What follows belongs to an exercise in optimizing a design on an open flow for small area and a short achievable clock period; a production flow would make more cautious choices.
In this exercise RTL edits were held to simulation tests only and were not proved equivalent to the original.
The flow treats the clock pin as an ideal source, which a real chip does not have.
Power is estimated from default activity; no workload was simulated.

==> inputs of v15 <==
==> flow/design.v <==
module sojor_arbiter (
    input  wire        clk,
    input  wire        rst,         
    input  wire [6:0]  cfg_nth,     
    input  wire [7:0]  req,         
    input  wire [7:0]  live,        
    input  wire [7:0]  withdraw,    
    input  wire [31:0] flits,       
    input  wire        busy,        
    output reg  [7:0]  gnt,         
    output wire [2:0]  park,
    output wire        park_v,
    output wire [2:0]  hold_in,
    output wire        hold_v,
    output wire [3:0]  ratchet,     
    output wire [6:0]  gcount
);
    reg [2:0]  age_q  [0:7];
    reg [11:0] wait_q [0:7];
    reg [3:0]  rat_q;              
    reg [3:0]  len_q;              
    reg [2:0]  park_q;
    reg        park_v_q;
    reg [5:0]  gc_q;
    wire [7:0] ask     = req & live;
    wire       hv      = |rat_q;
    wire [7:0] park_oh = 8'd1 << park_q;
    wire       arb     = ~busy & ~hv;        
    wire [95:0] wait_v;
    wire [23:0] age_v;
    genvar gi;
    generate
        for (gi = 0; gi < 8; gi = gi + 1) begin : g_v
            assign wait_v[12*gi +: 12] = wait_q[gi];
            assign age_v[3*gi +: 3]    = age_q[gi];
        end
    endgenerate
    wire [7:0] wa, ww;
    sa_pick #(3)  u_pick_age  (.ask(ask), .v(age_v),  .win(wa));
    sa_pick #(12) u_pick_wait (.ask(ask), .v(wait_v), .win(ww));
    wire [6:0] gp     = {1'b0, gc_q} + 7'd1;
    wire       hit    = cfg_nth[6]          ? gp[6] :
                        cfg_nth[5:2] == 4'd0 ? gp >= 7'd4 :
                                               gp >= {1'b0, cfg_nth[5:0]};
    wire [6:0] gc_inc = gp;
    wire [7:0] w_oh   = hit ? ww : wa;       
    wire       fw     = park_v_q && ask == park_oh;
    wire [7:0] g_arb  = w_oh & ~withdraw;    
    always @* begin
        if (rst || busy)
            gnt = 8'd0;
        else if (hv)
            gnt = ask & park_oh;
        else
            gnt = g_arb;
    end
    integer i;
    reg [2:0] g_idx;
    reg [3:0] g_flits;
    always @* begin
        g_idx   = 3'd0;
        g_flits = 4'd0;
        for (i = 0; i < 8; i = i + 1)
            if (w_oh[i]) begin
                g_idx   = g_idx | i[2:0];
                g_flits = g_flits | flits[4*i +: 4];
            end
    end
    wire       granted = |g_arb;
    wire [3:0] rat_inc = rat_q + 4'd1;
    wire [7:0] w_clr  = {8{arb}} & w_oh;                        
    wire [7:0] hold_k = {8{~busy & hv}} & park_oh;              
    wire [7:0] w_inc  = ask & ~w_clr & ~hold_k;
    wire [7:0] a_inc  = {8{arb}} & ask & ~w_oh;
    wire [95:0] wait_d;
    wire [23:0] age_d;
    generate
        for (gi = 0; gi < 8; gi = gi + 1) begin : g_cnt
            sa_count #(12) u_wait (.q(wait_q[gi]), .inc(w_inc[gi]), .clr(rst | w_clr[gi]),
                                   .d(wait_d[12*gi +: 12]));
            sa_count #(3)  u_age  (.q(age_q[gi]),  .inc(a_inc[gi]), .clr(rst | w_clr[gi]),
                                   .d(age_d[3*gi +: 3]));
        end
    endgenerate
    always @(posedge clk) begin
        for (i = 0; i < 8; i = i + 1) begin
            wait_q[i] <= wait_d[12*i +: 12];
            age_q[i]  <= age_d[3*i +: 3];
        end
        if (rst) begin
            rat_q    <= 4'd0;
            len_q    <= 4'd0;
            park_q   <= 3'd0;
            park_v_q <= 1'b0;
            gc_q     <= 6'd0;
        end else begin
            if (arb && ask != 8'd0 && !fw)
                gc_q <= hit ? 6'd0 : gc_inc[5:0];
            if (arb && granted) begin
                park_q   <= g_idx;
                park_v_q <= 1'b1;
                if (g_flits > 4'd1) begin
                    rat_q <= 4'd1;
                    len_q <= g_flits;
                end
            end
            if (!busy && hv && (ask & park_oh) != 8'd0)
                rat_q <= (rat_inc == len_q) ? 4'd0 : rat_inc;
        end
    end
    assign park    = park_q;
    assign park_v  = park_v_q;
    assign hold_in = park_q;
    assign hold_v  = hv;
    assign ratchet = rat_q;
    assign gcount  = {1'b0, gc_q};
endmodule
module sa_pick #(parameter W = 12) (
    input  wire [7:0]     ask,
    input  wire [8*W-1:0] v,
    output wire [7:0]     win
);
    function ge(input [W-1:0] a, input [W-1:0] b);
        integer k;
        reg r;
        begin
            r = 1'b1;
            for (k = 0; k < W; k = k + 1)
                r = (a[k] & ~b[k]) | (a[k] & r) | (~b[k] & r);
            ge = r;
        end
    endfunction
    wire [W-1:0] v0 = v[0*W +: W], v1 = v[1*W +: W], v2 = v[2*W +: W],
                 v3 = v[3*W +: W], v4 = v[4*W +: W], v5 = v[5*W +: W],
                 v6 = v[6*W +: W], v7 = v[7*W +: W];
    wire c10 = ge(v1, v0), c20 = ge(v2, v0), c21 = ge(v2, v1);
    wire c43 = ge(v4, v3), c53 = ge(v5, v3), c54 = ge(v5, v4);
    wire c76 = ge(v7, v6);
    wire [7:0] p;
    assign p[0] = ask[0] & (~ask[1] | ~c10) & (~ask[2] | ~c20);
    assign p[1] = ask[1] & (~ask[0] |  c10) & (~ask[2] | ~c21);
    assign p[2] = ask[2] & (~ask[0] |  c20) & (~ask[1] |  c21);
    assign p[3] = ask[3] & (~ask[4] | ~c43) & (~ask[5] | ~c53);
    assign p[4] = ask[4] & (~ask[3] |  c43) & (~ask[5] | ~c54);
    assign p[5] = ask[5] & (~ask[3] |  c53) & (~ask[4] |  c54);
    assign p[6] = ask[6] & (~ask[7] | ~c76);
    assign p[7] = ask[7] & (~ask[6] |  c76);
    wire any_a = |ask[2:0], any_b = |ask[5:3], any_c = |ask[7:6];
    wire [W-1:0] va = ({W{p[0]}} & v0) | ({W{p[1]}} & v1) | ({W{p[2]}} & v2);
    wire [W-1:0] vb = ({W{p[3]}} & v3) | ({W{p[4]}} & v4) | ({W{p[5]}} & v5);
    wire [W-1:0] vc = ({W{p[6]}} & v6) | ({W{p[7]}} & v7);
    wire cba = ge(vb, va), cca = ge(vc, va), ccb = ge(vc, vb);
    wire sel_a = any_a & ~(any_b & cba) & ~(any_c & cca);
    wire sel_b = any_b & cba & ~(any_c & ccb);
    wire sel_c = any_c & cca & ccb;
    assign win = p & {{2{sel_c}}, {3{sel_b}}, {3{sel_a}}};
endmodule
module sa_count #(parameter W = 12) (
    input  wire [W-1:0] q,
    input  wire         inc,
    input  wire         clr,
    output wire [W-1:0] d
);
    wire [W:0] c;
    assign c[0] = inc & ~&q;
    genvar k;
    generate
        for (k = 0; k < W; k = k + 1) begin : g_k
            assign d[k]   = ~clr & (q[k] ^ c[k]);
            assign c[k+1] = q[k] & c[k];
        end
    endgenerate
endmodule
==> flow/flow/run.sh <==
#!/bin/bash
# Own layout flow: the standard flow with three changes.
# 1. Synthesis is the standard one except for the ABC script that maps the
#    logic (flow/map.abc, an area-oriented mapping); registers are untouched.
# 2. Ports get plain buffers (buf_1) in place of the delay buffers that
#    buffer_ports picks by default.
# 3. After CTS, flow/post_cts.tcl upsizes cells on the slowest paths a little.
# Each tool's output goes to a log file of its own in this folder.
set -euo pipefail
W=$(pwd)
# synthesis script: synth_recipe.tcl with ABC's script replaced
{
  head -n 1 synth_recipe.tcl
  cat <<'EOT'
proc abc {args} {
  set i [lsearch -exact $args -script]
  if {$i >= 0} { set args [lreplace $args $i [expr {$i + 1}]] }
  set i [lsearch -exact $args -D]
  if {$i >= 0} { set args [lreplace $args $i [expr {$i + 1}]] }
  yosys abc -script $::env(FLOW_ABC_SCRIPT) {*}$args
}
EOT
  tail -n +2 synth_recipe.tcl
} > own_synth.tcl
export FLOW_ABC_SCRIPT=$W/flow/map.abc
sed "s|synth_recipe.tcl|own_synth.tcl|g" standard.sh > own_synth.sh
bash own_synth.sh synth > synth.log 2>&1
export BUFFER_PORTS_ARGS="-buffer_cell sky130_fd_sc_hd__buf_1"
export POST_CTS_TCL=$W/flow/post_cts.tcl
bash standard.sh > standard.log 2>&1
==> flow/flow/map.abc <==
strash; &get -n; &fraig -x; &put; scorr; dc2; strash; &get -n; &syn3; &dch -f; &nf; &put
==> flow/flow/post_cts.tcl <==
# Upsize cells (and swap pins) on the slowest paths, aiming a little above the
# worst slack after CTS, then legalize the placement again.
log_cmd estimate_parasitics -placement
set wns [worst_slack -max]
set margin [expr {$wns + 0.7}]
puts "post_cts: worst slack $wns, sizing to margin $margin"
log_cmd repair_timing -setup -setup_margin $margin -sequence "sizeup,swap" -verbose
set result [catch { detailed_placement } msg]
if { $result != 0 } {
  error "Detailed placement failed after post-CTS sizing: $msg"
}
check_placement -verbose
log_cmd estimate_parasitics -placement
puts "post_cts: worst slack now [worst_slack -max]"
==> flow/standard.sh <==
#!/bin/bash
# synth_recipe.tcl (not shown) runs the flow's synth.tcl, then flattens the netlist and writes it again
# the make line also repeats each setting of config.mk as NAME=value (left out here)
make -C /OpenROAD-flow-scripts/flow DESIGN_CONFIG=/design/flow/config.mk WORK_HOME=/design/flow/orfs CLKGATE_MAP_FILE= SYNTH_SCRIPT=/design/flow/synth_recipe.tcl "${@:-finish}"
==> flow/config.mk <==
export PLATFORM = sky130hd
export DESIGN_NAME = sojor_arbiter
export DESIGN_NICKNAME = sojor_arbiter
export VERILOG_FILES = /design/flow/design.v
export SDC_FILE = /design/flow/constraint.sdc
export NUM_CORES = 4
export LEC_CHECK = 0
export ABC_AREA = 1
export CAP_MARGIN = 20
export CORE_MARGIN = 2
export CORE_UTILIZATION = 40
export CTS_BUF_LIST = sky130_fd_sc_hd__clkbuf_4 sky130_fd_sc_hd__clkbuf_8
export SLEW_MARGIN = 20
==> flow/constraint.sdc <==
create_clock -name core_clock -period 28.0 [get_ports {clk}]
set_input_delay 5.6000 -clock core_clock [delete_from_list [all_inputs] [get_ports {clk}]]
set_output_delay 5.6000 -clock core_clock [all_outputs]
set_load 0.01 [all_outputs]
==> inputs of v12, as changes to v15 <==
--- a/flow/design.v
+++ b/flow/design.v
@@ -39,9 +39,8 @@
     sa_pick #(3)  u_pick_age  (.ask(ask), .v(age_v),  .win(wa));
     sa_pick #(12) u_pick_wait (.ask(ask), .v(wait_v), .win(ww));
-    wire [6:0] gp     = {1'b0, gc_q} + 7'd1;
-    wire       hit    = cfg_nth[6]          ? gp[6] :
-                        cfg_nth[5:2] == 4'd0 ? gp >= 7'd4 :
-                                               gp >= {1'b0, cfg_nth[5:0]};
-    wire [6:0] gc_inc = gp;
+    wire [6:0] nth = (cfg_nth < 7'd4)  ? 7'd4 :
+                     (cfg_nth > 7'd64) ? 7'd64 : cfg_nth;
+    wire [6:0] gc_inc = {1'b0, gc_q} + 7'd1;
+    wire       hit    = gc_inc >= nth;
     wire [7:0] w_oh   = hit ? ww : wa;       
     wire       fw     = park_v_q && ask == park_oh;
@@ -62,5 +61,5 @@
         g_flits = 4'd0;
         for (i = 0; i < 8; i = i + 1)
-            if (w_oh[i]) begin
+            if (g_arb[i]) begin
                 g_idx   = g_idx | i[2:0];
                 g_flits = g_flits | flits[4*i +: 4];
==> flow/flow/run.sh (replaced) <==
#!/bin/bash
# Own layout flow: the standard flow, with plain buffers (buf_1) on the
# ports in place of the delay buffers buffer_ports picks by default.
set -euo pipefail
export BUFFER_PORTS_ARGS="-buffer_cell sky130_fd_sc_hd__buf_1"
bash standard.sh > standard.log 2>&1
removed: flow/flow/map.abc
removed: flow/flow/post_cts.tcl
==> comparison table <==
quantity                                                                                      v15                      v12
Status                                                                    complete, no violations  complete, no violations
Source of the worst register-to-register timing path                                 wait_q[1][1]             wait_q[4][2]
Total design power                                                                       0.416 mW                 0.445 mW
DRC marker count from the first detailed-route iteration                                      974                      696
Buffers, non-clock                                                                             98                       95
Setup ws final                                                                           13100 ps                 13640 ps
XOR/XNOR share of the synthesized area                                                      2.45%                    2.14%
Comb pwr share                                                                              14.5%                    16.4%
Clock network fraction of total power                                                       35.9%                    37.3%
Vias in the first global route                                                               8134                     9750
Share of the cycle needed by the critical path after routing                                53.2%                    51.3%
Comb_multi_in                                                                                 850                     1091
Min-Delay Endpoint                                                                        gc_q[4]                 len_q[1]
Most used standard cell by instance count after synthesis                sky130_fd_sc_hd__dfxtp_1   sky130_fd_sc_hd__inv_1
Number of standard-cell rows in the floorplan                                                  55                       59
Vias after detailed routing                                                                  8915                    10500
Internal power                                                                           0.289 mW                 0.293 mW
First-pass GRT wire length                                                                43.9 mm                  49.1 mm
Weighted congestion reported at the end of routability-driven placement                     0.930                    0.947
Hold Crit Start                                                                           gc_q[4]                 len_q[1]
Static Leak                                                                               4.23 nW                  5.19 nW
Worst-skew pair later-pin latency                                                          450 ps                   470 ps
Sequential fraction of the synthesis area                                                   29.7%                    26.0%
Sequential share of cell area                                                               26.5%                    23.7%
Net load switching power                                                                 0.127 mW                 0.152 mW
Met3 usage in global routing                                                                4.35%                    3.66%
Effective utilization at floorplan                                                          41.0%                    40.8%

-- what the ideal ports hide --
How much do the figures lean on ideal ports? The routed layouts below were timed once more, with nothing changed but the port constraints.
Step 1, drivers: a clkbuf_16 drives clk and a buf_2 each remaining input, both assumed.
Step 2 times the ports against the registers' clock, not the clock port: input delays grow and output delays shrink by t, the midpoint of the rising clock arrivals with the driver on.
Three values: no drivers, after step 1, after step 2; two values: the first two.
run | t (ns) | slack for setup (ns) | clock arrival spread, ns | slew at the worst register clock pin (ns) | worst data-port slew with drivers (ns)
v15 | 0.489 | 13.100 / 13.077 / 13.077 | 0.014 / 0.014 | 0.09 / 0.09 | 0.04
v12 | 0.508 | 13.643 / 13.618 / 13.618 | 0.017 / 0.017 | 0.10 / 0.10 | 0.05
After both steps every run listed still meets setup and hold. For v12, which loses most, drivers alone change the setup slack by -0.025 ns; drivers and shift together by -0.025 ns.
